Source: an optimization exercise on an open RTL-to-GDS flow (aim: small area and a short achievable clock period). Production flows keep margins and buffers that such runs may drop. Only simulation tests tie the RTL to the original design; equivalence was not proved. The clock input has no modelled driver; a real chip could not lean on it and would need a root buffer or a full tree.

## chk_unit
module chk_unit (
    input  wire        clk,
    input  wire        rst,
    input  wire        in_valid,
    input  wire        in_first,
    input  wire        in_last,
    input  wire [2:0]  in_code,
    input  wire [63:0] in_data,
    input  wire [3:0]  in_nbytes,
    input  wire [2:0]  in_tail,
    output wire        out_valid,
    output wire [31:0] out_value
);
Size: ~1,700 cells after synthesis, about 110 I/O pins, roughly 14,000 um2 of cells after synthesis.
==> flow/config.mk <==
export PLATFORM = sky130hd
export DESIGN_NAME = chk_unit
export DESIGN_NICKNAME = chk_unit
export VERILOG_FILES = /design/flow/design.v
export SDC_FILE = /design/flow/constraint.sdc
export NUM_CORES = 8
export LEC_CHECK = 0
export CAP_MARGIN = 20
export CORE_MARGIN = 4
export CORE_UTILIZATION = 60
export GPL_TIMING_DRIVEN = 0
export SLEW_MARGIN = 20
export SYNTH_HIERARCHICAL = 1
==> flow/constraint.sdc <==
create_clock -name core_clock -period 40.0 [get_ports {clk}]
set_input_delay 8.0000 -clock core_clock [delete_from_list [all_inputs] [get_ports {clk}]]
set_output_delay 8.0000 -clock core_clock [all_outputs]
set_load 0.01 [all_outputs]
standard.sh (not shown) runs the stock make flow with config.mk's settings and CLKGATE_MAP_FILE= SYNTH_SCRIPT=/design/flow/synth_recipe.tcl, a recipe that flattens the netlist after the stock synthesis.
==> flow/flow/run.sh <==
#!/bin/bash
# Standard synthesis and placement (port buffers of buf_1 cells), then
# flow/cts.tcl: a two-level clock tree, buf_2 output port buffers and
# dfxtp_2 for the flip-flops behind them; then the standard routing and finish.
set -euo pipefail
export BUFFER_PORTS_ARGS="-buffer_cell sky130_fd_sc_hd__buf_1"
bash standard.sh synth > synth.log 2>&1
bash standard.sh place > place.log 2>&1
RES=$PWD/orfs/results/sky130hd/chk_unit/base
RES=$RES CTS_CELL=sky130_fd_sc_hd__clkbuf_8 CTS_NBUF=4 CTS_SUB=2 CTS_SUB_CELL=sky130_fd_sc_hd__clkbuf_16 OUT_BUF_CELL=sky130_fd_sc_hd__buf_2 OUT_FF_CELL=sky130_fd_sc_hd__dfxtp_2 FANOUT_FF_CELL=sky130_fd_sc_hd__dfxtp_4 FANOUT_FF_MIN=12 IN_BUF_CELL=sky130_fd_sc_hd__buf_2 IN_BUF_MIN=3 openroad -no_init -exit flow/cts.tcl > cts.log 2>&1
cp $RES/4_1_cts.odb $RES/4_cts.odb
bash standard.sh > layout.log 2>&1
Other scripts of this flow, unchanged in this note and not shown: flow/flow/cts.tcl
Rerun with:
--- a/flow/config.mk
+++ b/flow/config.mk
@@ -9,3 +9,3 @@
 export CORE_MARGIN = 4
-export CORE_UTILIZATION = 60
+export CORE_UTILIZATION = 55
 export GPL_TIMING_DRIVEN = 0
Effect: The changed run passed the timing, DRC and antenna checks; global-route usage fell by 0.43 points; design area is about the same; routed wire length rose by a little under a tenth; worst setup slack loses 0.024 ns; final cell count rose slightly; die area rose by a little under a tenth; first-iteration DRC count rose by roughly a tenth; synthesized cell count does not change; worst hold slack gains 0.0084 ns; fmax barely changes.
In every run of this note, the design's own scripts or RTL, not TritonCTS, make the clock network.

* * *

Another version of the RTL of chk_unit (not shown whole).
Size in the first run: roughly 1700 cells after synthesis, roughly 14000 µm² of cells after synthesis.
export LEC_CHECK = 0
export CAP_MARGIN = 20
export CORE_MARGIN = 4
export CORE_UTILIZATION = 72
export GPL_TIMING_DRIVEN = 0
export SLEW_MARGIN = 20
export SYNTH_HIERARCHICAL = 1
create_clock -name core_clock -period 40.0 [get_ports {clk}]
==> flow/flow/run.sh <==
#!/bin/bash
# Standard synthesis and placement (port buffers of buf_1 cells), then
# flow/cts.tcl: a two-level clock tree, buf_2 output port buffers and
# dfxtp_2 for the flip-flops behind them; then the standard routing and finish.
set -euo pipefail
export BUFFER_PORTS_ARGS="-buffer_cell sky130_fd_sc_hd__buf_1"
bash standard.sh synth > synth.log 2>&1
bash standard.sh place > place.log 2>&1
RES=$PWD/orfs/results/sky130hd/chk_unit/base
RES=$RES CTS_CELL=sky130_fd_sc_hd__clkbuf_8 CTS_NBUF=4 CTS_SUB=3 CTS_SUB_CELL=sky130_fd_sc_hd__clkbuf_8 OUT_BUF_CELL=sky130_fd_sc_hd__buf_2 OUT_FF_CELL=sky130_fd_sc_hd__dfxtp_2 FANOUT_FF_CELL=sky130_fd_sc_hd__dfxtp_4 FANOUT_FF_MIN=12 IN_BUF_CELL=sky130_fd_sc_hd__buf_2 IN_BUF_MIN=3 openroad -no_init -exit flow/cts.tcl > cts.log 2>&1
cp $RES/4_1_cts.odb $RES/4_cts.odb
bash standard.sh > layout.log 2>&1
==> flow/flow/cts.tcl <==
# Clock tree: the clock port drives a few clkbuf_16, each driving one cluster
# of flip-flops (k-means on their placed positions); then legalize.
set res $::env(RES)
set plat $::env(FLOW_HOME)/platforms/sky130hd
read_lef $plat/lef/sky130_fd_sc_hd.tlef
read_lef $plat/lef/sky130_fd_sc_hd_merged.lef
read_liberty $plat/lib/sky130_fd_sc_hd__tt_025C_1v80.lib
read_db $res/3_place.odb
read_sdc $res/3_place.sdc
source $plat/setRC.tcl
set nclu $::env(CTS_NBUF)
set block [ord::get_db_block]
set db [ord::get_db]
set clk [$block findNet clk]
set sinks {}
foreach it [$clk getITerms] { lappend sinks $it }
set n [llength $sinks]
puts "clock sinks: $n, clusters: $nclu"
# balanced k-means on points (xs, ys): returns list of cluster ids
proc kmeans {xs ys nclu} {
  set n [llength $xs]
  set order [lsort -real -indices $xs]
  set cx {}; set cy {}
  for {set k 0} {$k < $nclu} {incr k} {
    set i [lindex $order [expr {int(($k+0.5)*$n/$nclu)}]]
    lappend cx [lindex $xs $i]; lappend cy [lindex $ys $i]
  }
  set cap [expr {int(ceil(double($n)/$nclu))+2}]
  set asg [lrepeat $n 0]
  for {set iter 0} {$iter < 50} {incr iter} {
    set pairs {}
    for {set i 0} {$i < $n} {incr i} {
      for {set k 0} {$k < $nclu} {incr k} {
        set d [expr {abs([lindex $xs $i]-[lindex $cx $k]) + abs([lindex $ys $i]-[lindex $cy $k])}]
        lappend pairs [list $d $i $k]
      }
    }
    set pairs [lsort -real -index 0 $pairs]
    set asg [lrepeat $n -1]; set cnt [lrepeat $nclu 0]
    foreach p $pairs {
      lassign $p d i k
      if {[lindex $asg $i] >= 0} continue
      if {[lindex $cnt $k] >= $cap} continue
      lset asg $i $k; lset cnt $k [expr {[lindex $cnt $k]+1}]
    }
    set sx [lrepeat $nclu 0.0]; set sy [lrepeat $nclu 0.0]
    for {set i 0} {$i < $n} {incr i} {
      set k [lindex $asg $i]
      lset sx $k [expr {[lindex $sx $k]+[lindex $xs $i]}]
      lset sy $k [expr {[lindex $sy $k]+[lindex $ys $i]}]
    }
    for {set k 0} {$k < $nclu} {incr k} {
      if {[lindex $cnt $k] > 0} {
        lset cx $k [expr {[lindex $sx $k]/[lindex $cnt $k]}]
        lset cy $k [expr {[lindex $sy $k]/[lindex $cnt $k]}]
      }
    }
  }
  return [list $asg $cx $cy]
}
set xs {}; set ys {}
foreach it $sinks {
  set b [[$it getInst] getBBox]
  lappend xs [expr {([$b xMin]+[$b xMax])/2.0}]
  lappend ys [expr {([$b yMin]+[$b yMax])/2.0}]
}
lassign [kmeans $xs $ys $nclu] asg cx cy
set master [$db findMaster $::env(CTS_CELL)]
set w [$master getWidth]; set h [$master getHeight]
set nsub [expr {[info exists ::env(CTS_SUB)] ? $::env(CTS_SUB) : 1}]
proc mkbuf {name x y in {mname ""}} {
  global block master w h db
  set m $master
  if {$mname ne ""} { set m [$db findMaster $mname] }
  set w [$m getWidth]; set h [$m getHeight]
  set inst [odb::dbInst_create $block $m $name]
  $inst setLocation [expr {int($x - $w/2)}] [expr {int($y - $h/2)}]
  $inst setPlacementStatus PLACED
  set net [odb::dbNet_create $block "${name}_net"]
  $net setSigType CLOCK
  [$inst findITerm A] connect $in
  [$inst findITerm X] connect $net
  return $net
}
for {set k 0} {$k < $nclu} {incr k} {
  set idx {}
  for {set i 0} {$i < $n} {incr i} { if {[lindex $asg $i] == $k} { lappend idx $i } }
  if {$nsub <= 1} {
    set net [mkbuf "cts_buf_$k" [lindex $cx $k] [lindex $cy $k] $clk]
    foreach i $idx { set it [lindex $sinks $i]; $it disconnect; $it connect $net }
  } else {
    set sx {}; set sy {}
    foreach i $idx { lappend sx [lindex $xs $i]; lappend sy [lindex $ys $i] }
    lassign [kmeans $sx $sy $nsub] sasg scx scy
    # first-level buffer at the middle of its sub-cluster buffers
    set mx 0.0; set my 0.0
    for {set m 0} {$m < $nsub} {incr m} { set mx [expr {$mx+[lindex $scx $m]/$nsub}]; set my [expr {$my+[lindex $scy $m]/$nsub}] }
    set top [mkbuf "cts_buf_$k" $mx $my $clk]
    for {set m 0} {$m < $nsub} {incr m} {
      set net [mkbuf "cts_buf_${k}_$m" [lindex $scx $m] [lindex $scy $m] $top $::env(CTS_SUB_CELL)]
      for {set j 0} {$j < [llength $idx]} {incr j} {
        if {[lindex $sasg $j] == $m} { set it [lindex $sinks [lindex $idx $j]]; $it disconnect; $it connect $net }
      }
    }
  }
}
# optional: other cells for the output port buffers and for the flip-flops
# that drive them
foreach port [get_ports out_*] {
  set net [$block findNet [get_full_name $port]]
  foreach it [$net getITerms] {
    if {![$it isOutputSignal]} continue
    set buf [$it getInst]
    if {[info exists ::env(OUT_BUF_CELL)] && $::env(OUT_BUF_CELL) ne ""} {
      replace_cell [$buf getName] $::env(OUT_BUF_CELL)
    }
    set in [[$buf findITerm A] getNet]
    foreach it2 [$in getITerms] {
      if {![$it2 isOutputSignal]} continue
      set drv [$it2 getInst]
      if {[info exists ::env(OUT_FF_CELL)] && $::env(OUT_FF_CELL) ne ""
          && [string match "sky130_fd_sc_hd__dfxtp_*" [[$drv getMaster] getName]]} {
        replace_cell [$drv getName] $::env(OUT_FF_CELL)
      }
    }
  }
}
# optional: stronger flip-flops where one drives many loads, and stronger
# input port buffers where one drives several loads
if {[info exists ::env(FANOUT_FF_CELL)] && $::env(FANOUT_FF_CELL) ne ""} {
  foreach inst [$block getInsts] {
    if {![string match "sky130_fd_sc_hd__dfxtp_*" [[$inst getMaster] getName]]} continue
    set q [$inst findITerm Q]
    set net [$q getNet]
    if {$net eq "NULL"} continue
    if {[llength [$net getITerms]] - 1 >= $::env(FANOUT_FF_MIN)} { replace_cell [$inst getName] $::env(FANOUT_FF_CELL) }
  }
}
if {[info exists ::env(IN_BUF_CELL)] && $::env(IN_BUF_CELL) ne ""} {
  foreach port [get_ports in_*] {
    set net [$block findNet [get_full_name $port]]
    foreach it [$net getITerms] {
      set buf [$it getInst]
      set out [[$buf findITerm X] getNet]
      if {[llength [$out getITerms]] - 1 >= $::env(IN_BUF_MIN)} { replace_cell [$buf getName] $::env(IN_BUF_CELL) }
    }
  }
}
detailed_placement
check_placement -verbose
set_propagated_clock [all_clocks]
estimate_parasitics -placement
report_clock_skew
set mx 0
foreach p [all_registers -clock_pins] { set v [get_property $p slew_max]; if {$v > $mx} { set mx $v } }
puts "max clock pin slew (placement estimate): $mx"
report_check_types -max_slew -violators
report_checks -path_delay max -digits 3
write_db $res/4_1_cts.odb
write_sdc $res/4_cts.sdc
Edit:
--- a/flow/flow/run.sh
+++ b/flow/flow/run.sh
@@ -9,3 +9,3 @@
 RES=$PWD/orfs/results/sky130hd/chk_unit/base
-RES=$RES CTS_CELL=sky130_fd_sc_hd__clkbuf_8 CTS_NBUF=4 CTS_SUB=3 CTS_SUB_CELL=sky130_fd_sc_hd__clkbuf_8 OUT_BUF_CELL=sky130_fd_sc_hd__buf_2 OUT_FF_CELL=sky130_fd_sc_hd__dfxtp_2 FANOUT_FF_CELL=sky130_fd_sc_hd__dfxtp_4 FANOUT_FF_MIN=12 IN_BUF_CELL=sky130_fd_sc_hd__buf_2 IN_BUF_MIN=3 openroad -no_init -exit flow/cts.tcl > cts.log 2>&1
+RES=$RES CTS_CELL=sky130_fd_sc_hd__clkbuf_8 OUT_BUF_CELL=sky130_fd_sc_hd__buf_2 FANOUT_FF_CELL=sky130_fd_sc_hd__dfxtp_4 FANOUT_FF_MIN=12 IN_BUF_CELL=sky130_fd_sc_hd__buf_2 IN_BUF_MIN=3 CTS_NBUF=4 CTS_SUB=2 CTS_SUB_CELL=sky130_fd_sc_hd__clkbuf_16 OUT_FF_CELL=sky130_fd_sc_hd__dfxtp_2 openroad -no_init -exit flow/cts.tcl > cts.log 2>&1
 cp $RES/4_1_cts.odb $RES/4_cts.odb
--- a/flow/config.mk
+++ b/flow/config.mk
@@ -7,7 +7,7 @@
 export LEC_CHECK = 0
-export CAP_MARGIN = 20
+export CAP_MARGIN = 10
 export CORE_MARGIN = 4
-export CORE_UTILIZATION = 72
+export CORE_UTILIZATION = 66
 export GPL_TIMING_DRIVEN = 0
-export SLEW_MARGIN = 20
+export SLEW_MARGIN = 10
 export SYNTH_HIERARCHICAL = 1
After rerunning: This time the run reached the layout checks and failed them: capacitance limit, slew limit; die area grows by 8.6%; via count shrinks by about 3%; critical path depth stays the same.
Edit:
--- a/flow/flow/run.sh
+++ b/flow/flow/run.sh
@@ -9,3 +9,3 @@
 RES=$PWD/orfs/results/sky130hd/chk_unit/base
-RES=$RES CTS_CELL=sky130_fd_sc_hd__clkbuf_8 OUT_BUF_CELL=sky130_fd_sc_hd__buf_2 FANOUT_FF_CELL=sky130_fd_sc_hd__dfxtp_4 FANOUT_FF_MIN=12 IN_BUF_CELL=sky130_fd_sc_hd__buf_2 IN_BUF_MIN=3 CTS_NBUF=4 CTS_SUB=2 CTS_SUB_CELL=sky130_fd_sc_hd__clkbuf_16 OUT_FF_CELL=sky130_fd_sc_hd__dfxtp_2 openroad -no_init -exit flow/cts.tcl > cts.log 2>&1
+RES=$RES CTS_CELL=sky130_fd_sc_hd__clkbuf_8 CTS_NBUF=4 CTS_SUB=2 CTS_SUB_CELL=sky130_fd_sc_hd__clkbuf_16 OUT_BUF_CELL=sky130_fd_sc_hd__buf_2 OUT_FF_CELL=sky130_fd_sc_hd__dfxtp_2 FANOUT_FF_CELL=sky130_fd_sc_hd__dfxtp_4 FANOUT_FF_MIN=12 IN_BUF_CELL=sky130_fd_sc_hd__buf_2 IN_BUF_MIN=3 openroad -no_init -exit flow/cts.tcl > cts.log 2>&1
 cp $RES/4_1_cts.odb $RES/4_cts.odb
--- a/flow/config.mk
+++ b/flow/config.mk
@@ -7,3 +7,3 @@
 export LEC_CHECK = 0
-export CAP_MARGIN = 10
+export CAP_MARGIN = 20
 export CORE_MARGIN = 4
@@ -11,3 +11,3 @@
 export GPL_TIMING_DRIVEN = 0
-export SLEW_MARGIN = 10
+export SLEW_MARGIN = 20
 export SYNTH_HIERARCHICAL = 1
The changed run passed the timing, DRC and antenna checks.
Routed wire length drops by about 1%.
Worst setup slack improved by 0.0050 ns.
First-iteration DRC count climbs by 14%.
Edit:
==> flow/flow/run.sh (replaced) <==
#!/bin/bash
# Standard synthesis and placement (port buffers of buf_1 cells), then
# flow/cts.tcl: a one-level clock tree, buf_2 output port buffers and
# dfxtp_2 for the flip-flops behind them; then the standard routing and finish.
set -euo pipefail
export BUFFER_PORTS_ARGS="-buffer_cell sky130_fd_sc_hd__buf_1"
bash standard.sh synth > synth.log 2>&1
bash standard.sh place > place.log 2>&1
RES=$PWD/orfs/results/sky130hd/chk_unit/base
RES=$RES CTS_CELL=sky130_fd_sc_hd__clkbuf_16 CTS_NBUF=4 CTS_SUB=1 OUT_BUF_CELL=sky130_fd_sc_hd__buf_2 OUT_FF_CELL=sky130_fd_sc_hd__dfxtp_2 FANOUT_FF_CELL=sky130_fd_sc_hd__dfxtp_4 FANOUT_FF_MIN=12 IN_BUF_CELL=sky130_fd_sc_hd__buf_2 IN_BUF_MIN=3 openroad -no_init -exit flow/cts.tcl > cts.log 2>&1
cp $RES/4_1_cts.odb $RES/4_cts.odb
bash standard.sh > layout.log 2>&1
Outcome:
- clock skew went down by 0.0084 ns
- hold slack is better by 0.0098 ns
- sequential share of layout area went up by 0.18 points
- register-to-register slack is worse by 0.22 ns
- die area is unchanged
- worst setup slack is better by 0.084 ns
No run of this note takes its clock network from TritonCTS; it comes from the design's own scripts or RTL.

-- separate check: timing with driven ports --
How much do the figures lean on ideal ports? The routed layouts below were timed once more, with nothing changed but the port constraints.
Step 1, drivers: a clkbuf_16 drives clk and a buf_2 each remaining input, both assumed.
Step 2 adds t to the input delays and takes it off the output delays; t is the mean of the earliest and latest rising clock arrival at the registers after step 1. Input paths then give back, and output paths get back, about the clock's delay inside the block.
Three values: ideal ports, drivers, drivers and shift; two values: the first two.
run | t, ns | setup WS [ns] | latest minus earliest clock arrival (ns) | pins driven straight from the clock port
the first run of note 1 | 0.367 | 31.229 / 31.145 / 30.963 | 0.016 / 0.016 | 4
the second run of note 1 | 0.364 | 31.205 / 31.126 / 30.922 | 0.016 / 0.016 | 4
the first run of note 2 | 0.371 | 31.187 / 31.101 / 31.132 | 0.028 / 0.027 | 4
the second run of note 2 | 0.399 | 31.234 / 31.117 / 31.140 | 0.017 / 0.016 | 4
the third run of note 2 | 0.396 | 31.239 / 31.125 / 31.188 | 0.025 / 0.025 | 4
the fourth run of note 2 | 0.289 | 31.323 / 31.207 / 31.199 | 0.017 / 0.017 | 4
The setup slack of the second run of note 1, which loses most, moves by -0.079 ns with the drivers and by -0.283 ns with both steps.
